Background: an optimization exercise with open tools, aiming at small area, a short achievable clock period and few clock cycles per item. Do not read the settings as production practice. Only simulation tests tie the RTL to the original design; equivalence was not proved.

$ cat design/flow/flow/run.sh
#!/bin/bash
# Standard layout; port buffers taken as buf_4, and timing repair aimed at
# a setup slack of 9 ns (the design runs well below the 12 ns clock).
export BUFFER_PORTS_ARGS="-buffer_cell sky130_fd_sc_hd__buf_4"
export SETUP_SLACK_MARGIN=9
bash standard.sh > standard.log 2>&1
$ cat design/flow/standard.sh
#!/bin/bash
# synth_recipe.tcl (not shown) runs the flow's synth.tcl, then flattens the netlist and writes it again
# the make line also repeats each setting of config.mk as NAME=value (left out here)
make -C /OpenROAD-flow-scripts/flow DESIGN_CONFIG=/design/flow/config.mk WORK_HOME=/design/flow/orfs CLKGATE_MAP_FILE= SYNTH_SCRIPT=/design/flow/synth_recipe.tcl "${@:-finish}"
$ cat design/flow/config.mk
export PLATFORM = sky130hd
export DESIGN_NAME = rs_col_decoder
export DESIGN_NICKNAME = rs_col_decoder
export VERILOG_FILES = /design/flow/design.v
export SDC_FILE = /design/flow/constraint.sdc
export NUM_CORES = 8
export LEC_CHECK = 0
export ABC_AREA = 1
export CAP_MARGIN = 20
export CORE_MARGIN = 2
export CORE_UTILIZATION = 60
export CTS_CLUSTER_DIAMETER = 60
export CTS_CLUSTER_SIZE = 30
export SLEW_MARGIN = 20
$ cat design/flow/constraint.sdc
create_clock -name core_clock -period 12.0 [get_ports {clk}]
set_input_delay 2.4000 -clock core_clock [delete_from_list [all_inputs] [get_ports {clk}]]
set_output_delay 2.4000 -clock core_clock [all_outputs]
set_load 0.01 [all_outputs]
$ cat design/flow/design.v
module rs_gf_mul (
    input  wire [7:0] a,
    input  wire [7:0] b,
    output wire [7:0] p
);
    reg [14:0] t;
    integer i;
    always @* begin
        t = 15'd0;
        for (i = 0; i < 8; i = i + 1)
            if (b[i]) t = t ^ ({7'd0, a} << i);
        for (i = 14; i >= 8; i = i - 1)
            if (t[i]) t = t ^ (15'h011d << (i - 8));
    end
    assign p = t[7:0];
endmodule
module rs_gf_inv (
    input  wire [7:0] a,
    output reg  [7:0] inv
);
    function [3:0] m16(input [3:0] p, input [3:0] q);
        reg [6:0] t;
        integer i;
        begin
            t = 7'd0;
            for (i = 0; i < 4; i = i + 1)
                if (q[i]) t = t ^ ({3'd0, p} << i);
            for (i = 6; i >= 4; i = i - 1)
                if (t[i]) t = t ^ (7'h13 << (i - 4));
            m16 = t[3:0];
        end
    endfunction
    reg [7:0] b, c;
    reg [3:0] d, di, s1, s0;
    always @* begin
        b[0] = a[0] ^ a[1] ^ a[2] ^ a[3] ^ a[6];
        b[1] = a[1] ^ a[2] ^ a[4] ^ a[6] ^ a[7];
        b[2] = a[4] ^ a[5];
        b[3] = a[3] ^ a[4] ^ a[6];
        b[4] = a[4] ^ a[7];
        b[5] = a[1] ^ a[3] ^ a[4];
        b[6] = a[2] ^ a[5] ^ a[6];
        b[7] = a[5];
        s1[0] = b[6];
        s1[1] = b[5] ^ b[6] ^ b[7];
        s1[2] = b[5];
        s1[3] = b[4] ^ b[6] ^ b[7];
        s0[0] = b[0] ^ b[2];
        s0[1] = b[2];
        s0[2] = b[1] ^ b[3];
        s0[3] = b[3];
        d = s1 ^ s0 ^ m16(b[7:4], b[3:0]);
        case (d)
            4'h0: di = 4'h0;
            4'h1: di = 4'h1;
            4'h2: di = 4'h9;
            4'h3: di = 4'he;
            4'h4: di = 4'hd;
            4'h5: di = 4'hb;
            4'h6: di = 4'h7;
            4'h7: di = 4'h6;
            4'h8: di = 4'hf;
            4'h9: di = 4'h2;
            4'ha: di = 4'hc;
            4'hb: di = 4'h5;
            4'hc: di = 4'ha;
            4'hd: di = 4'h4;
            4'he: di = 4'h3;
            4'hf: di = 4'h8;
            default: di = 4'h0;
        endcase
        c = {m16(b[7:4], di), m16(b[7:4] ^ b[3:0], di)};
        inv[0] = c[0] ^ c[2] ^ c[5] ^ c[6];
        inv[1] = c[1] ^ c[4] ^ c[6] ^ c[7];
        inv[2] = c[1] ^ c[3] ^ c[4] ^ c[5];
        inv[3] = c[1] ^ c[2] ^ c[4] ^ c[5] ^ c[6];
        inv[4] = c[2] ^ c[7];
        inv[5] = c[7];
        inv[6] = c[1] ^ c[3] ^ c[4] ^ c[5] ^ c[6] ^ c[7];
        inv[7] = c[2] ^ c[4] ^ c[7];
    end
endmodule
module rs_col_decoder (
    input  wire       clk,
    input  wire       rst,
    input  wire       in_valid,
    output wire       in_ready,
    input  wire [7:0] in_data,
    input  wire       in_erase,
    output reg        corr_valid,
    output reg  [7:0] corr_pos,
    output reg  [7:0] corr_val,
    output reg        res_valid,
    output reg        res_fail
);
    localparam integer M  = 7;      
    localparam integer N  = 35;     
    localparam integer D  = 34;     
    localparam [33*8-1:0] POWJ = {8'h9d, 8'hc0, 8'h60, 8'h30, 8'h18, 8'h0c, 8'h06, 8'h03, 8'h8f, 8'hc9, 8'hea, 8'h75, 8'hb4, 8'h5a, 8'h2d, 8'h98, 8'h4c, 8'h26, 8'h13, 8'h87, 8'hcd, 8'he8, 8'h74, 8'h3a, 8'h1d, 8'h80, 8'h40, 8'h20, 8'h10, 8'h08, 8'h04, 8'h02, 8'h01};
    localparam [33*8-1:0] NEGJ = {8'h09, 8'h12, 8'h24, 8'h48, 8'h90, 8'h3d, 8'h7a, 8'hf4, 8'hf5, 8'hf7, 8'hf3, 8'hfb, 8'heb, 8'hcb, 8'h8b, 8'h0b, 8'h16, 8'h2c, 8'h58, 8'hb0, 8'h7d, 8'hfa, 8'he9, 8'hcf, 8'h83, 8'h1b, 8'h36, 8'h6c, 8'hd8, 8'had, 8'h47, 8'h8e, 8'h01};
    localparam [7:0] ALPHA_247 = 8'h83;    
    localparam [7:0] ALPHA_INV = 8'h8e;    
    localparam [63:0] IDENT = 64'h8040201008040201;
    function [7:0] xa1(input [7:0] v);
        xa1 = {v[6:0], 1'b0} ^ (v[7] ? 8'h1d : 8'h00);
    endfunction
    function [63:0] mat(input [7:0] v);
        reg [7:0] t;
        integer q;
        begin
            t = v;
            for (q = 0; q < 8; q = q + 1) begin
                mat[8*q +: 8] = t;
                t = xa1(t);
            end
        end
    endfunction
    function [7:0] mmul(input [63:0] m, input [7:0] x);
        integer q;
        begin
            mmul = 8'd0;
            for (q = 0; q < 8; q = q + 1)
                mmul = mmul ^ (m[8*q +: 8] & {8{x[q]}});
        end
    endfunction
    integer i;
    genvar g;
    reg        rdy;
    reg  [7:0] cnt_a;       
    reg  [7:0] xa;          
    reg  [5:0] ecnt_a;      
    reg        v1;          
    reg  [7:0] d1;
    reg  [7:0] x1;
    reg        first1, last1;
    reg        pk1;         
    assign in_ready = rdy;
    wire       accept = in_valid & rdy;
    wire       lastpos = (cnt_a == 8'd247);
    wire [7:0] xa_next;
    rs_gf_mul u_xa (.a(xa), .b(ALPHA_INV), .p(xa_next));
    reg  [7:0] s1 [0:31];
    reg        s2_idle;
    wire       proc1 = v1 & (~last1 | s2_idle);
    wire       hand  = proc1 & last1;
    wire [7:0] s1_mul [0:31];
    generate
        for (g = 0; g < 32; g = g + 1) begin : g_syn
            rs_gf_mul u_mul (.a(s1[g]), .b(POWJ[8*g +: 8]), .p(s1_mul[g]));
        end
    endgenerate
    reg  [7:0] fq [0:D-1];
    reg  [5:0] occ, occm1;
    wire [7:0] fq_old = fq[occm1];
    wire       push   = proc1 & pk1;
    wire       pop;
    wire [5:0] occ_next = occ + {5'd0, push} - {5'd0, pop};
    localparam [2:0] K_IDLE = 3'd0, K_START = 3'd1, K_START2 = 3'd2, K_BM = 3'd3, K_OM = 3'd4,
                     K_DONE = 3'd5;
    reg  [2:0] kst;
    reg  [4:0] ph;           
    reg  [4:0] it;           
    reg        itl;          
    reg  [5:0] f2;           
    reg  [5:0] f2e;          
    reg  [5:0] L2;
    reg  signed [6:0] k2;
    reg  [63:0] gm, dm;      
    reg  [7:0] dnx;          
    reg  [7:0] xn;           
    reg        ers, chg, ersn, chgn;
    reg        m_bm, m_om, m_dn;
    reg        a_s1, a_d1, a_s0;            
    reg        b_s0, b_t0, b_tm;            
    reg        k_s1, k_d1, k_s0, k_t0;      
    reg        k_ok, tuse;
    reg  [6:0] zln;          
    reg  [4:0] zch;          
    reg  [6:0] la, lb;       
    reg  [4:0] ca, cb;       
    reg  [7:0] capa, capb;   
    reg  [7:0] cs1, cs2;     
    reg  [8*N-1:0] dr, tr, sr;    
    wire   ph0  = ph[0];
    wire   ph4  = ph[4];
    wire   zhit = |(zch & ph);
    wire [7:0] dn_l [0:M-1];
    wire [7:0] dnew [0:M-1];
    wire [7:0] tnew [0:M-1];
    wire [7:0] snew [0:M-1];
    generate
        for (g = 0; g < M; g = g + 1) begin : g_lane
            wire [7:0] rd0 = dr[8*g +: 8];
            wire [7:0] rd1 = dr[8*(g+1) +: 8];
            wire [7:0] rt0 = tr[8*g +: 8];
            wire [7:0] rs0 = sr[8*g +: 8];
            wire [7:0] rs1 = sr[8*(g+1) +: 8];
            wire [7:0] tm1, tm2;
            if (g == 0) begin : g_c0
                assign tm1 = cs1;
                assign tm2 = cs2;
            end else if (g == 1) begin : g_c1
                assign tm1 = sr[8*(g-1) +: 8];
                assign tm2 = cs1;
            end else begin : g_cn
                assign tm1 = sr[8*(g-1) +: 8];
                assign tm2 = sr[8*(g-2) +: 8];
            end
            wire       m31 = (g == 3) ? ph4 : 1'b0;
            wire [7:0] opa = ({8{a_s1}} & rs1) | ({8{a_d1}} & rd1) | ({8{a_s0}} & rs0);
            wire [7:0] opb = ({8{b_s0 & ~m31}} & rs0) | ({8{b_t0}} & rt0) | ({8{b_tm}} & tm1);
            wire [7:0] dn  = mmul(gm, opa) ^ mmul(dm, opb);
            assign dn_l[g] = dn;
            wire       z   = zhit & zln[g];
            wire [7:0] tkp = ({8{k_s1}} & rs1) | ({8{k_d1}} & rd1) |
                             ({8{k_s0 & ~m31}} & rs0) | ({8{k_t0}} & rt0);
            assign tnew[g] = ({8{~z | k_ok}} & tkp) ^ ({8{tuse & (~z | k_ok)}} & dn);
            if (g == 5) begin : g_pad
                assign dnew[g] = m_bm ? (ph4 ? 8'd0 : dn) : rd0;
            end else begin : g_npad
                assign dnew[g] = m_bm ? dn : rd0;
            end
            assign snew[g] = m_om ? tm2 : rs0;
        end
    endgenerate
    wire [7:0] ha, hb;
    reg  [7:0] ha_r, hb_r;
    always @* begin
        ha_r = 8'd0;
        hb_r = 8'd0;
        for (i = 0; i < M; i = i + 1) begin
            ha_r = ha_r | ({8{la[i]}} & dr[8*i +: 8]);
            hb_r = hb_r | ({8{lb[i]}} & dr[8*i +: 8]);
        end
    end
    assign ha = ha_r;
    assign hb = hb_r;
    assign pop = ((kst == K_START) && (f2e != 6'd0)) ||
                 (m_bm && ph4 && !itl && ersn);
    wire kge_n = ers ? 1'b1 : (chg ? 1'b0 : (k2 >= -7'sd1));
    reg  [7:0] lc [0:32];
    reg  [7:0] wc [0:31];
    reg        act3, pl3;
    reg  [7:0] pos3;       
    reg  [5:0] cnt3;
    reg        over3, bad3;
    wire       s3_ready = ~act3 | pl3;
    wire       load3    = m_dn && ph0 && s3_ready;
    wire [7:0] lc_step [0:32];
    wire [7:0] wc_step [0:31];
    generate
        for (g = 0; g < 33; g = g + 1) begin : g_chl
            rs_gf_mul u_ms (.a(lc[g]), .b(NEGJ[8*g +: 8]), .p(lc_step[g]));
        end
        for (g = 0; g < 32; g = g + 1) begin : g_cho
            rs_gf_mul u_ms (.a(wc[g]), .b(NEGJ[8*g +: 8]), .p(wc_step[g]));
        end
    endgenerate
    reg [7:0] lam_sum, lam_odd, om_sum;
    always @* begin
        lam_sum = 8'd0;
        lam_odd = 8'd0;
        om_sum  = 8'd0;
        for (i = 0; i < 33; i = i + 1) begin
            lam_sum = lam_sum ^ lc[i];
            if (i % 2 == 1) lam_odd = lam_odd ^ lc[i];
        end
        for (i = 0; i < 32; i = i + 1) om_sum = om_sum ^ wc[i];
    end
    wire root  = act3 && (lam_sum == 8'd0);
    wire fin3  = act3 && pl3;
    wire fail3 = bad3 | over3 | (root ? (cnt3 != 6'd1) : (cnt3 != 6'd0));
    reg        p1v, p2v;
    reg  [7:0] p1odd, p1om, p2inv, p2om;
    reg        ld1, ld2, ld3;  
    reg        r1v, r1f, r2v, r2f;
    wire [7:0] odd_inv;
    wire [7:0] err_val;
    rs_gf_inv u_inv (.a(p1odd), .inv(odd_inv));
    rs_gf_mul u_forney (.a(p2om), .b(p2inv), .p(err_val));
    always @(posedge clk) begin
        dr <= {dnew[6], dnew[5], dnew[4], dnew[3], dnew[2], dnew[1], dnew[0], dr[8*N-1:8*M]};
        tr <= {tnew[6], tnew[5], tnew[4], tnew[3], tnew[2], tnew[1], tnew[0], tr[8*N-1:8*M]};
        if (kst == K_START2) begin
            for (i = 0; i < N; i = i + 1)
                sr[8*i +: 8] <= (i < 32) ? s1[i] : ((i == 32) ? 8'h01 : 8'h00);
        end else begin
            sr <= {snew[6], snew[5], snew[4], snew[3], snew[2], snew[1], snew[0], sr[8*N-1:8*M]};
        end
        cs1 <= ph4 ? 8'd0 : sr[8*(M-1) +: 8];
        cs2 <= ph4 ? 8'd0 : sr[8*(M-2) +: 8];
        if (proc1) begin
            for (i = 0; i < 32; i = i + 1)
                s1[i] <= (first1 ? 8'd0 : s1_mul[i]) ^ d1;
        end
        if (push) begin
            fq[0] <= x1;
            for (i = 1; i < D; i = i + 1) fq[i] <= fq[i-1];
        end
        if (accept) begin
            d1     <= in_data;
            x1     <= xa;
            first1 <= (cnt_a == 8'd0);
            last1  <= lastpos;
            pk1    <= in_erase && ((cnt_a == 8'd0) || (ecnt_a < 6'd32));
        end
        if (hand) begin
            f2  <= ecnt_a;
            f2e <= (ecnt_a > 6'd32) ? 6'd32 : ecnt_a;
        end
        if (kst == K_START) xn <= fq_old;
        if (m_bm && ph[3] && ersn) xn <= fq_old;    
        if (m_bm && ph0) dnx <= dn_l[0];
        if (m_bm && ph[1]) chgn <= (dnx != 8'd0) && kge_n;
        if (m_bm && ph0) ersn <= ({1'b0, it} + 6'd1 < f2e);
        if (m_bm && ph0) begin
            capa <= dn_l[0];
            capb <= dn_l[1];
        end else if (m_om) begin
            if (|(ca & ph)) capa <= ha;
            if (|(cb & ph)) capb <= hb;
        end
        case (kst)
        K_START2: begin
            gm   <= IDENT;
            dm   <= mat((f2e != 6'd0) ? xn : s1[0]);
            k2   <= 7'sd0;
            L2   <= f2e;
            ers  <= (f2e != 6'd0);
            chg  <= (f2e == 6'd0) && (s1[0] != 8'd0);
            ersn <= (f2e > 6'd1);
            zln  <= 7'b0000100;          
            zch  <= 5'b10000;
        end
        K_BM: if (ph4) begin
            if (!ers) begin
                if (chg) begin
                    k2 <= -k2 - 7'sd1;
                    L2 <= {1'b0, it} + 6'd1 + f2e - L2;
                end else begin
                    k2 <= k2 + 7'sd1;
                end
            end
            ers <= ersn;
            chg <= chgn;
            if (itl) begin
                gm <= mat(capa);
                dm <= mat(capb);
                la <= 7'b0000100;        
                ca <= 5'b00001;
                lb <= 7'b0001000;        
                cb <= 5'b00001;
            end else begin
                if (!ers && chg) gm <= dm;
                dm <= mat(ersn ? xn : dnx);
            end
            if (zln[0]) begin
                zln <= 7'b1000000;
                zch <= {1'b0, zch[4:1]};
            end else begin
                zln <= {1'b0, zln[6:1]};
            end
        end
        K_OM: if (ph4) begin
            gm <= mat(ca[4] ? ha : capa);
            dm <= mat(cb[4] ? hb : capb);
            la <= {la[4:0], la[6:5]};
            if (la[5] || la[6]) ca <= {ca[3:0], 1'b0};
            lb <= {lb[4:0], lb[6:5]};
            if (lb[5] || lb[6]) cb <= {cb[3:0], 1'b0};
        end
        default: ;
        endcase
        if (load3) begin
            for (i = 0; i < 33; i = i + 1) lc[i] <= dr[8*i +: 8];
            for (i = 0; i < 32; i = i + 1) wc[i] <= tr[8*i +: 8];
            cnt3  <= L2;
            over3 <= 1'b0;
            bad3  <= (f2 > 6'd32) || ({L2, 1'b0} > {1'b0, f2} + 7'd32);
        end else begin
            for (i = 0; i < 33; i = i + 1) lc[i] <= lc_step[i];
            for (i = 0; i < 32; i = i + 1) wc[i] <= wc_step[i];
            if (root) begin
                cnt3 <= cnt3 - 6'd1;
                if (cnt3 == 6'd0) over3 <= 1'b1;
            end
        end
        p1odd <= lam_odd;
        p1om  <= om_sum;
        p2inv <= odd_inv;
        p2om  <= p1om;
        corr_pos <= ld3 ? 8'd247 : corr_pos - 8'd1;
        ld1 <= load3;
        ld2 <= ld1;
        ld3 <= ld2;
        corr_val <= err_val;
        r1f <= fail3;
        r2f <= r1f;
        res_fail <= r2f;
        if (rst) begin
            rdy     <= 1'b1;
            cnt_a   <= 8'd0;
            xa      <= ALPHA_247;
            ecnt_a  <= 6'd0;
            v1      <= 1'b0;
            occ     <= 6'd0;
            occm1   <= 6'd63;
            kst     <= K_IDLE;
            s2_idle <= 1'b1;
            m_bm    <= 1'b0;
            m_om    <= 1'b0;
            m_dn    <= 1'b0;
            ph      <= 5'b00001;
            it      <= 5'd0;
            act3    <= 1'b0;
            p1v     <= 1'b0;
            p2v     <= 1'b0;
            r1v     <= 1'b0;
            r2v     <= 1'b0;
            corr_valid <= 1'b0;
            res_valid  <= 1'b0;
        end else begin
            if (accept) begin
                cnt_a  <= lastpos ? 8'd0 : cnt_a + 8'd1;
                xa     <= lastpos ? ALPHA_247 : xa_next;
                ecnt_a <= (cnt_a == 8'd0) ? {5'd0, in_erase} :
                          (in_erase && ecnt_a != 6'd33) ? ecnt_a + 6'd1 : ecnt_a;
            end
            if (accept) v1 <= 1'b1;
            else if (proc1) v1 <= 1'b0;
            rdy <= ~((accept && lastpos) || (v1 && last1 && !proc1)) &&
                   (occ_next <= D - 2);
            occ   <= occ_next;
            occm1 <= occ_next - 6'd1;
            ph <= {ph[3:0], ph[4]};
            case (kst)
            K_IDLE: if (hand) begin
                kst     <= K_START;
                s2_idle <= 1'b0;
            end
            K_START: kst <= K_START2;
            K_START2: begin
                kst  <= K_BM;
                m_bm <= 1'b1;
                ph   <= 5'b00001;
                it   <= 5'd0;
                itl  <= 1'b0;
                a_s1 <= 1'b1; a_d1 <= 1'b0; a_s0 <= 1'b0;
                b_s0 <= 1'b1; b_t0 <= 1'b0; b_tm <= 1'b0;
                k_s1 <= (f2e == 6'd0) && (s1[0] != 8'd0);
                k_d1 <= 1'b0;
                k_s0 <= (f2e == 6'd0) && (s1[0] == 8'd0);
                k_t0 <= 1'b0;
                k_ok <= 1'b0;
                tuse <= (f2e != 6'd0);
            end
            K_BM: if (ph4) begin
                it  <= it + 5'd1;
                itl <= (it == 5'd30);
                if (itl) begin
                    kst  <= K_OM;
                    m_bm <= 1'b0;
                    m_om <= 1'b1;
                    it   <= 5'd0;
                    a_s1 <= 1'b0; a_d1 <= 1'b0; a_s0 <= 1'b1;
                    b_s0 <= 1'b0; b_t0 <= 1'b0; b_tm <= 1'b1;
                    k_s1 <= 1'b0; k_d1 <= 1'b0; k_s0 <= 1'b0; k_t0 <= 1'b0;
                    k_ok <= 1'b1;
                    tuse <= 1'b1;
                end else begin
                    a_s1 <= 1'b0; a_d1 <= 1'b1; a_s0 <= 1'b0;
                    b_s0 <= 1'b0; b_t0 <= 1'b1; b_tm <= 1'b0;
                    k_s1 <= 1'b0;
                    k_d1 <= !ersn && chgn;
                    k_s0 <= 1'b0;
                    k_t0 <= !ersn && !chgn;
                    k_ok <= 1'b0;
                    tuse <= ersn;
                end
            end
            K_OM: if (ph4) begin
                it  <= it + 5'd1;
                itl <= (it == 5'd14);
                k_t0 <= 1'b1;
                if (itl) begin
                    kst  <= K_DONE;
                    m_om <= 1'b0;
                    m_dn <= 1'b1;
                    a_s0 <= 1'b0;
                    b_tm <= 1'b0;
                    tuse <= 1'b0;
                end
            end
            K_DONE: if (load3) begin
                kst     <= K_IDLE;
                s2_idle <= 1'b1;
                m_dn    <= 1'b0;
            end
            default: kst <= K_IDLE;
            endcase
            if (load3) begin
                act3 <= 1'b1;
                pos3 <= 8'd0;
                pl3  <= 1'b0;
            end else if (act3) begin
                pos3 <= pos3 + 8'd1;
                pl3  <= (pos3 == 8'd246);
                if (pl3) act3 <= 1'b0;
            end
            p1v <= root;
            p2v <= p1v && (p1om != 8'd0) && (p1odd != 8'd0);
            corr_valid <= p2v;
            r1v <= fin3;
            r2v <= r1v;
            res_valid <= r2v;
        end
    end
endmodule
==> results of run 1 <==
## timing repair
item | in CTS | in global routing
endpoints found under the setup margin | 608 | 468
gates resized for setup | 564 | 927
buffers inserted | 146 | 194
endpoints found under the hold margin | 0 | 0
hold buffers | 0 | 0
pin swaps | 166 | 456
cloned | 15 | 10
## flip-flops by register name, indices dropped and copies added (netlist names), 29 cells and up
name / cells
lc: 264
tr: 280
wc: 256
gm: 29
dr: 280
fq: 272
sr: 280
s1: 256
dm: 29
## cell usage in the layout, fill, tap and decap left out, types with 209 or more instances in the layout
master,instances
buf_4,352
nand2_2,224
nand2_1,2953
a21oi_1,234
inv_1,631
edfxtp_1,788
nand3_1,209
xor2_1,1508
dfxtp_1,1359
o21ai_0,742
xnor2_1,1660
nor2_1,310
## cells in the mapped netlist (all sizes together), types with 43 or more instances
master / number
nand4: 43
nand2: 3273
a221oi: 52
ha: 49
nor2: 345
o211ai: 68
nand3: 266
dfxtp: 1431
or2: 114
edfxtp: 788
clkbuf: 539
o22ai: 116
o21ai: 945
buf: 75
o221ai: 43
xor2: 1595
xnor2: 1840
a21oi: 242
inv: 774
## per-layer routing
metal  share of wire, %  track usage, %  vias to the layer above
met3                 11            9.15                     1331
met1                 39            53.8                    44200
met5              0.021               0                        -
met4                6.8            22.3                        6
li1                   -               -                    41400
met2                 43            59.7                     5275
## worst paths after layout
path                      end  slack, ns  depth (start not counted)
min reg2reg   dr[223]$_DFF_P_       0.32                          0
min           dr[223]$_DFF_P_       0.32                          0
max                  in_ready       8.25                          1
max reg2reg  p2inv[0]$_DFF_P_       8.33                         29
## cell type report
class | count | area (µm²) | area share, %
inverter | 789 | 3250 | 2.46
multi-input combinational | 9277 | 62900 | 47.5
clock buffer | 168 | 4010 | 3.03
tap | 2511 | 3140 | 2.37
sequential | 2219 | 52400 | 39.6
clock inverter | 115 | 1650 | 1.25
antenna | 9 | 22.5 | 0.0170
timing repair inverter | 4 | 26.3 | 0.0199
timing repair buffer | 502 | 4920 | 3.72
## cells by family after synthesis
| kind of cell | synth area share [%] |
|---|---|
| AO/OA/AOI/OAI | 8.47 |
| XOR/XNOR | 26.3 |
| adder cells (fa/ha/maj) | 0.639 |
| buffers and inverters | 4.60 |
| flip-flops | 45.6 |
| multiplexers | 0.0884 |
| AND/OR/NAND/NOR | 14.3 |
## per-stage QoR
stage	cells	setup WS [ns]	util [%]	hold slack, ns
floorplan	12900	2.78	-	0.310
global placement	14900	6.26	61.6	0.311
detailed placement	14900	7.49	61.7	0.312
CTS	15400	8.19	66.6	0.315
global route	15600	8.14	69.6	0.315
finish	15600	8.25	69.7	0.319
==> summary.txt, run 1 <==
Critical path
  – Worst EP arrival: ~1.4 ns
  – CP max-delay cell: dfxtp_4
  – Kind of cell adding the most delay to the critical path: flip-flops
  – CP Max Fanout: 2
  – CP Cell Sequence: buf_6
  – CP max stage delay: between 0.3 and 0.4 ns
  – Critical path origin: rdy$_SDFF_PP1_
  – CP Capture Type: output pin
  – Worst Path Required: 9.60 ns
  – WP buf/inv: 1
  – Crit path launch type: flop
  – Critical setup path kind: flop to output pin
  – Worst R2R Start: p1odd[1]$_DFF_P_

Die
  – Die X: about 440 µm
  – # rows: between 150 and 200
  – Die height: 441 µm
  – Core box area: around 190,000 µm²
  – Top-level I/O count: 32
  – Initial Utilization: approximately three fifths
  – Die ar.: ~190,000 µm²

Yosys
  – Post-synth EDFFs: between 700 and 800
  – Cell taking the most area after synthesis: dfxtp_1
  – Sequential fraction of the synthesis area: between 40% and 50%
  – Top FF cell, synth: dfxtp_1
  – Distinct cells, synth: 67
  – Mean Syn Cell Area: 8.89 µm²
  – Post-synth ARST share: 0%
  – Mapped Nets: 13,000
  – Yosys warns: 11
  – Post-Synthesis Cell Area: ~110,000 µm²
  – Area contributors post-synth: dfxtp_1 (25%), edfxtp_1 (21%), xnor2_1 (14%), xor2_1 (12%), nand2_1 (11%)
  – Syn Inst Count: 12,900
  – Flops & latches, synth: about 2,200
  – Yosys top cell area share: 25.0%

Route
  – Post-route antenna net violation count: 0
  – Initial drt markers: roughly 12,000
  – Initial DRT Pass Iterations: 9
  – Drt total wl: between 400,000 and 500,000 µm
  – DR vias/cell: ~5.9
  – DR DRC count: 0
  – DR WL/cell: approximately 26 µm
  – Via Count: approximately 92,000

Global route
  – GRT overflow: 0
  – Gr usage total: 40.0%
  – First-pass GRT wire length: between 500,000 and 600,000 µm
  – Vias in the first global route: between 80,000 and 90,000
  – Largest net degree at the start of global routing: 201
  – Antenna violations before repair: 26

Final layout
  – FILL cells: between 10,000 and 15,000
  – Final net count: around 13,000
  – Share of cells above drive strength 1: between 15 and 20%
  – Syn-to-layout area delta: 15.4%
  – Layout Cell Area excl Fill: about 130,000 µm²

STA
  – Fin. Hold Viols: 0
  – Final setup viols: 0
  – Actual slew at the worst max-slew pin: 1.19 ns
  – Clock skew: 0.0521 ns
  – Fmax: between 200 and 300 MHz
  – Setup_tns: 0 ns
  – Min cycle time layout: 3.75 ns
  – Worst slew margin: between 10% and 20%
  – Final Max Tran Viols: 0
  – Final period utilization: 31.3%
  – RSZ-0062 raised after global routing: true

Placed design
  – Buffers on Ports: 31
  – Placed Instance Area: 117,000 µm²
  – Final Wtd Congestion: 1.09
  – DP HPWL: between 200,000 and 300,000 µm

Clock network
  – Clk sink count: 2,219
  – Cts bufs inserted: roughly 150
  – CTS Buffer Depth: 3
  – CTS root buf: clkbuf_16
  – CTS H-tree depth: 4
  – Reg clk slew, reported paths: ~0.09 ns
  – Worst-skew pair later-pin latency: slightly below 0.9 ns
  – CTS tree: built

Min path
  – HP Class: flop to flop
  – Hold path start: dr[279]$_DFF_P_

Outcome
  – Status: complete, no violations

Flow run
  – Max_cap viols: 0
Testbench counts, summed over its fixed seeds: cycles 203,173, columns 800.
==> run 2: changes to the inputs <==
--- a/design/flow/config.mk
+++ b/design/flow/config.mk
@@ -5,7 +5,6 @@
 export SDC_FILE = /design/flow/constraint.sdc
 export NUM_CORES = 8
 export LEC_CHECK = 0
-export ABC_AREA = 1
 export CAP_MARGIN = 20
 export CORE_MARGIN = 2
 export CORE_UTILIZATION = 60
==> run 2 against run 1 <==
Net effect: synthesized cell count shrank 14%; critical path type is now flop to flop; first-iteration DRC count shrank 7.3%; still clean on timing, DRC and antenna; worst setup slack worse by 0.55 ns.
==> summary.txt, run 2 <==
Final layout
  – Syn-to-layout area delta: 11.7%
  – Share of cells above drive strength 1: 10.4% (-5.1 points)
  – Regs by FF count: dr (280), sr (280), tr (280)
  – Most common cell after layout, fill and taps aside: nand2_1
  – Most frequent cells in the layout: nand2_1 (2,356), xnor2_1 (1,982), dfxtp_1 (1,352)
  – Non-Filler Instances: 13,500 (-14%)
  – FILL cells: 14,200 (-4.4%)
  – Util after Layout: 67.4% (-2.3 points)
  – Final net count: 11,100 (-15%)

Yosys
  – Yosys top cell area share: 26.6% (+1.7 points)
  – Most numerous cell in the Yosys netlist: nand2_1
  – Most common library cells after synthesis: nand2_1 (2,453), xnor2_1 (2,134), dfxtp_1 (1,431)
  – Flops & latches, synth: 2,219 (unchanged)
  – Post-Synthesis Cell Area: 108,000 µm² (-6.2%)
  – Post-synth EDFFs: 788 (unchanged)
  – Area contributors post-synth: dfxtp_1 (27%), edfxtp_1 (22%), xnor2_1 (17%), xor2_1 (8.8%), nand2_1 (8.6%)
  – Post-synth ARST share: 0% (unchanged)
  – Sequential fraction of the synthesis area: 48.6% (+3.0 points)
  – Syn Inst Count: 11,100 (-14%)
  – Cell taking the most area after synthesis: dfxtp_1
  – Distinct cells, synth: 71 (+6.0%)
  – Mean Syn Cell Area: 9.71 µm² (+9.2%)
  – Mapped Nets: 11,100 (-14%)
  – Top FF cell, synth: dfxtp_1
  – Yosys warns: 11 (unchanged)

Critical path
  – CP Max Fanout: 5 (+3)
  – CP Cell Sequence: buf_8, xnor2_1, or4_1, nand4_1, xnor3_2, xnor2_4, buf_6, ha_2, nor2_1, mux2_4, mux2i_4, buf_6, buf_6, nand2_2, xnor3_2, xnor2_2, xnor3_1, xnor2_1
  – Worst EP arrival: 5.01 ns (+3.66 ns)
  – Critical setup path kind: flop to flop
  – CP max-delay cell: xnor3_1
  – CP Capture Type: flop
  – Worst Path Required: 12.71 ns (+3.11 ns)
  – Worst path most repeated cell: buf_6
  – CP max stage delay: 0.48 ns (+0.11 ns)
  – Crit path launch type: flop

Route
  – DR DRC count: 0 (unchanged)
  – DR vias/cell: 5.99 (+1.4%)
  – Drt total wl: 362,000 µm (-11%)
  – Post-route antenna net violation count: 0 (unchanged)
  – Initial DRT Pass Iterations: 12 (+3)
  – Initial drt markers: 11,200 (-7.3%)
  – Via Count: 80,900 (-12%)
  – DR WL/cell: 26.8 µm (+3.3%)

STA
  – Min cycle time layout: 4.30 ns (+0.549 ns)
  – Final period utilization: 35.8% (+4.6 points)
  – Final setup viols: 0 (unchanged)
  – Setup_tns: 0 ns (unchanged)
  – Final Max Tran Viols: 0 (unchanged)
  – RSZ-0062 raised after global routing: true
  – Clock skew: 0.0567 ns (+0.00458 ns)
  – Fin. Hold Viols: 0 (unchanged)
  – Fmax: 232 MHz (-13%)
  – Actual slew at the worst max-slew pin: 1.29 ns (+0.0972 ns)
  – Worst slew margin: 13.9% (-6.0 points)

Global route
  – Vias in the first global route: 75,600 (-12%)
  – GRT overflow: 0 (unchanged)
  – Largest net degree at the start of global routing: 183 (-9.0%)
  – First-pass GRT wire length: 517,000 µm (-9.7%)
  – Gr usage total: 38.7% (-1.4 points)
  – Antenna violations before repair: 23 (-12%)

Die
  – Initial Utilization: 60.3% (about the same)
  – # rows: 155 (-3.1%)
  – Die height: 427 µm (-3.1%)
  – Die X: 427 µm (-3.1%)
  – Die ar.: 183,000 µm² (-6.2%)
  – Core box area: 178,000 µm² (-6.2%)
  – Top-level I/O count: 32 (unchanged)

Clock network
  – CTS Buffer Depth: 3 (unchanged)
  – Worst-skew pair later-pin latency: 0.88 ns (about the same)
  – Reg clk slew, reported paths: 0.07 ns (-0.02 ns)
  – Clk sink count: 2,219 (unchanged)
  – CTS root buf: clkbuf_16
  – CTS tree: built
  – Cts bufs inserted: 143 (-5.9%)
  – Post-CTS Hold Buffers: 0 (unchanged)
  – CTS H-tree depth: 4 (unchanged)

Placed design
  – Final Wtd Congestion: 1.06 (-1.9%)
  – Buffers on Ports: 31 (unchanged)
  – DP HPWL: 245,000 µm (-14%)
  – Placed Instances: 13,000 (-13%)

Flow run
  – Max_cap viols: 0 (unchanged)

Outcome
  – Status: complete, no violations

Min path
  – HP Class: flop to flop
run 2: repair_timing:
action / in CTS / in global routing
cloned: 13 / 6
setup endpoints to repair: 1331 / 484
endpoints found under the hold margin: 0 / 0
gates resized for setup: 400 / 225
pin swaps: 85 / 71
buffers inserted: 124 / 46
run 2: per-stage QoR:
step	hold WS, ns	instance area (µm²)	setup slack [ns]
2_1_floorplan	0.310	108000	5.79
3_3_place_gp	0.311	110000	6.68
3_5_place_dp	0.312	110000	6.65
4_1_cts	0.330	119000	7.72
5_1_grt	0.333	120000	7.54
6_report	0.330	120000	7.70
run 2: kinds of logic (layout without fill, tap and decap cells):
| family | count (synthesis) | in the layout | synth area share (%) |
|---|---|---|---|
| other | 0 | 10 | 0 |
| DFF | 2219 | 2219 | 48.6 |
| buffers and inverters | 654 | 700 | 2.31 |
| and+or+nand+nor | 3597 | 3602 | 13.4 |
| muxes | 130 | 130 | 1.26 |
| adders and majority gates | 55 | 55 | 0.682 |
| AOI/OAI and AO/OA | 1171 | 1171 | 6.93 |
| xor gates and xnor gates | 3245 | 3245 | 26.7 |
run 2: cell type report:
cell class / count / area, µm² / area share (%)
Antenna cell: 10 / 25.0 / 0.0208
Clock buffer: 162 / 3870 / 3.22
Clock inverter: 101 / 1290 / 1.07
Inverter: 83 / 383 / 0.319
Multi-Input combinational cell: 8203 / 55500 / 46.2
Sequential cell: 2219 / 52500 / 43.7
Tap cell: 2355 / 2950 / 2.45
Timing Repair Buffer: 353 / 3620 / 3.01
Timing Repair inverter: 1 / 8.76 / 0.00729
run 2: layer usage:
metal,global-route usage [%],vias up,wire length (µm)
met4,19.9,30,22800
met3,11.1,1239,42300
met2,55.9,4770,152000
li1,-,35900,-
met1,52.6,38900,145000
met5,0,-,251
run 2: critical path: cells and delay by family (launching register included):
family,cells,cell delay (ns)
XOR/XNOR,7,2.04
AND/OR/NAND/NOR,4,0.70
buffers and inverters,4,0.51
multiplexers,2,0.43
flip-flops,1,0.36
adder cells (fa/ha/maj),1,0.16
run 2: worst paths after layout:
check | endpoint | cells after the start | slack, ns | from
hold reg to reg | ld2$_DFF_P_ | 0 | 0.33 | ld1$_DFF_P_
hold / removal | ld2$_DFF_P_ | 0 | 0.33 | ld1$_DFF_P_
setup / recovery | p2inv[3]$_DFF_P_ | 18 | 7.70 | p1odd[4]$_DFF_P_
setup reg to reg | p2inv[3]$_DFF_P_ | 18 | 7.70 | p1odd[4]$_DFF_P_
==> run 3: changes to the inputs <==
--- a/design/flow/config.mk
+++ b/design/flow/config.mk
@@ -7,7 +7,7 @@
 export LEC_CHECK = 0
 export CAP_MARGIN = 20
 export CORE_MARGIN = 2
-export CORE_UTILIZATION = 60
+export CORE_UTILIZATION = 70
 export CTS_CLUSTER_DIAMETER = 60
 export CTS_CLUSTER_SIZE = 30
 export SLEW_MARGIN = 20
==> run 3 against run 2 <==
Net effect: sequential cell count stayed put; critical path depth stayed put; worst setup slack worse by 0.096 ns; clock skew decreased by 0.0025 ns; final cell count down 3.0%; sequential share of layout area up 0.47 points; die area is 14% lower; global-route usage up 4.8 points; via count is 1.0% higher; wire length shrank 3.0%; synthesized area is the same; clock-buffer cell count is 14 lower; highest routed layer unchanged.
==> summary.txt, run 3 <==
STA
  – Worst slew margin: 13.7% (-0.16 points)
  – Min cycle time layout: 4.40 ns (+0.0961 ns)
  – Clock skew: 0.0543 ns (-0.00247 ns)
  – Hold slack final: 0.328 ns (-0.00188 ns)
  – Fmax: 227 MHz (-2.2%)
  – Actual slew at the worst max-slew pin: 1.29 ns (+0.00709 ns)
  – Fin. Hold Viols: 0 (unchanged)
  – Final Max Tran Viols: 0 (unchanged)
  – Final period utilization: 36.6% (+0.80 points)
  – Setup_tns: 0 ns (unchanged)
  – Final setup viols: 0 (unchanged)
  – RSZ-0062 raised after global routing: true

Critical path
  – Critical setup path kind: flop to flop
  – R2r endpoint: p2inv[0]$_DFF_P_
  – Crit path launch type: flop
  – Worst R2R Path Depth: 18 (unchanged)
  – CP Max Fanout: 4 (-1)
  – Critical path origin: p1odd[1]$_DFF_P_
  – R2r setup slk: 7.60 ns (-0.10 ns)
  – Kind of cell adding the most delay to the critical path: XOR/XNOR gates
  – CP max-delay cell: xnor3_2
  – CP Cell Sequence: inv_2, ha_4, buf_4, xnor2_1, mux2i_1, xnor3_2, xnor2_4, inv_2, ha_4, xnor2_2, mux2i_4, buf_4, nand2_1, xor2_1, xnor3_1, xnor2_2, xnor3_1, xnor2_1
  – Crit path depth: 18 (unchanged)
  – Worst R2R Start: p1odd[1]$_DFF_P_
  – WP buf/inv: 4 (unchanged)
  – Worst EP arrival: 5.09 ns (+0.08 ns)
  – CP max stage delay: 0.51 ns (+0.03 ns)
  – CP Capture Type: flop
  – Worst setup path endpoint: p2inv[0]$_DFF_P_
  – Worst Path Required: 12.69 ns (-0.02 ns)

Route
  – Initial DRT Pass Iterations: 22 (+10)
  – Initial drt markers: 11,900 (+6.6%)
  – Post-route antenna net violation count: 0 (unchanged)
  – DR WL/cell: 26.9 µm (about the same)
  – DR vias/cell: 6.25 (+4.2%)
  – Via Count: 81,700 (+1.0%)
  – Drt total wl: 351,000 µm (-3.0%)
  – DR DRC count: 0 (unchanged)

Placed design
  – DP HPWL: 235,000 µm (-3.9%)
  – Placed Instances: 12,700 (-2.7%)
  – Buffers on Ports: 31 (unchanged)
  – Final Wtd Congestion: 1.10 (+2.9%)

Global route
  – Antenna violations before repair: 17 (-26%)
  – First-pass GRT wire length: 506,000 µm (-2.2%)
  – GRT overflow: 0 (unchanged)
  – Largest net degree at the start of global routing: 224 (+22%)
  – Vias in the first global route: 77,500 (+2.6%)
  – Gr usage total: 43.5% (+4.8 points)

Clock network
  – Clk sink count: 2,219 (unchanged)
  – CTS tree: built
  – CTS H-tree depth: 4 (unchanged)
  – Post-CTS Hold Buffers: 0 (unchanged)
  – CTS root buf: clkbuf_16
  – Reg clk slew, reported paths: 0.09 ns (+0.02 ns)
  – Worst-skew pair later-pin latency: 0.85 ns (-0.03 ns)
  – Cts bufs inserted: 132 (-7.7%)
  – CTS Buffer Depth: 3 (unchanged)

Final layout
  – Non-Filler Instances: 13,100 (-3.0%)
  – Final net count: 11,000 (-0.72%)
  – Most common cell after layout, fill and taps aside: nand2_1
  – Share of cells above drive strength 1: 10.0% (-0.36 points)
  – Regs by FF count: dr (280), sr (280), tr (280)
  – Syn-to-layout area delta: 10.6%
  – Util after Layout: 78.1% (+11 points)
  – Most frequent cells in the layout: nand2_1 (2,367), xnor2_1 (1,946), dfxtp_1 (1,309)

Yosys
  – Most numerous cell in the Yosys netlist: nand2_1
  – Sequential fraction of the synthesis area: 48.6% (unchanged)
  – Post-Synthesis Cell Area: 108,000 µm² (unchanged)
  – Mapped Nets: 11,100 (unchanged)
  – Syn Inst Count: 11,100 (unchanged)
  – Post-synth ARST share: 0% (unchanged)
  – Yosys warns: 11 (unchanged)
  – Top FF cell, synth: dfxtp_1
  – Most common library cells after synthesis: nand2_1 (2,453), xnor2_1 (2,134), dfxtp_1 (1,431)
  – Flops & latches, synth: 2,219 (unchanged)
  – Mean Syn Cell Area: 9.71 µm² (unchanged)
  – Distinct cells, synth: 71 (unchanged)
  – Area contributors post-synth: dfxtp_1 (27%), edfxtp_1 (22%), xnor2_1 (17%), xor2_1 (8.8%), nand2_1 (8.6%)
  – Cell taking the most area after synthesis: dfxtp_1
  – Yosys top cell area share: 26.6% (unchanged)
  – Post-synth EDFFs: 788 (unchanged)

Die
  – Die X: 396 µm (-7.3%)
  – Die ar.: 157,000 µm² (-14%)
  – Die height: 396 µm (-7.3%)
  – # rows: 143 (-7.7%)
  – Initial Utilization: 70.6% (+10 points)
  – Top-level I/O count: 32 (unchanged)
  – Core box area: 152,000 µm² (-15%)

Flow run
  – Max_cap viols: 0 (unchanged)

Min path
  – HP Class: flop to flop

Outcome
  – Status: complete, no violations
run 3: final cells by class:
| type | count | area [µm²] |
|---|---|---|
| well taps | 2030 | 2540 |
| clock buffers | 148 | 3490 |
| multi-input cells | 8202 | 55800 |
| diodes | 14 | 35.0 |
| repair inverters | 2 | 17.5 |
| clock inverters | 94 | 1310 |
| inverters | 83 | 357 |
| fillers | 9861 | 33300 |
| repair buffers | 284 | 2860 |
| flip-flops and latches | 2219 | 52500 |
run 3: how the worst min path moves through the flow:
stage | startpoint | endpoint | slack, ns | cells past startpoint
detailed placement | tr[256]$_DFF_P_ | tr[200]$_DFF_P_ | 0.31 | 0
global placement | ld1$_DFF_P_ | ld2$_DFF_P_ | 0.31 | 0
global route | dr[264]$_DFF_P_ | dr[208]$_DFF_P_ | 0.32 | 0
CTS | dr[278]$_DFF_P_ | dr[222]$_DFF_P_ | 0.32 | 0
floorplan | dr[264]$_DFF_P_ | dr[208]$_DFF_P_ | 0.31 | 0
finish | r1f$_DFF_P_ | r2f$_DFF_P_ | 0.33 | 0
run 3: per-layer routing:
metal	track usage (%)	part of all wire, %
met4	27.3	7.9
met5	1.20	0.14
met2	61.9	42
met1	56.3	37
met3	15.5	13
run 3: logic make-up (layout without fill, tap and decap cells):
kind of cell	after synthesis	after routing	synth area share (%)
other cells	0	14	0
compound gates	1171	1171	6.93
xor+xnor	3245	3245	26.7
mux	130	130	1.26
fa+ha+maj	55	55	0.682
simple gates	3597	3601	13.4
flops	2219	2219	48.6
buf+inv	654	611	2.31
run 3: per-stage QoR:
stage                     instance area [µm²]  setup WS (ns)
after floorplan                        108000           5.79
after global placement                 109000           6.67
after detailed placement               109000           6.67
after CTS                              117000           7.64
after global routing                   119000           7.42
final                                  119000           7.60
run 3: repair_timing:
action | 4_1_cts | 5_1_grt
pin swaps | 59 | 109
gates resized for setup | 330 | 349
endpoints found under the setup margin | 1229 | 544
gates cloned | 8 | 3
setup buffers | 73 | 60

[separate check: timing with driven ports]
The flow's constraints put no driver on any port. The routed layouts listed below were extracted and timed again, unchanged, in two steps. Step 1, drivers: a clkbuf_16 drives clk and a buf_2 each remaining input, both assumed. Step 2 times the ports against the registers' clock, not the clock port: input delays grow and output delays shrink by t, the midpoint of the rising clock arrivals with the driver on. Three values: ideal ports, drivers, drivers and shift; two values: the first two.
| run | t, ns | setup slack, ns | cell pins on the clock port's net |
|---|---|---|---|
| run 1 | 0.952 | 8.248 / 8.151 / 8.159 | 1 |
| run 2 | 0.934 | 7.698 / 7.698 / 7.698 | 1 |
| run 3 | 0.916 | 7.602 / 7.602 / 7.602 | 1 |
After both steps setup and hold are still met in every run listed. For run 1, which loses most, drivers alone change the setup slack by -0.097 ns; drivers and shift together by -0.089 ns.
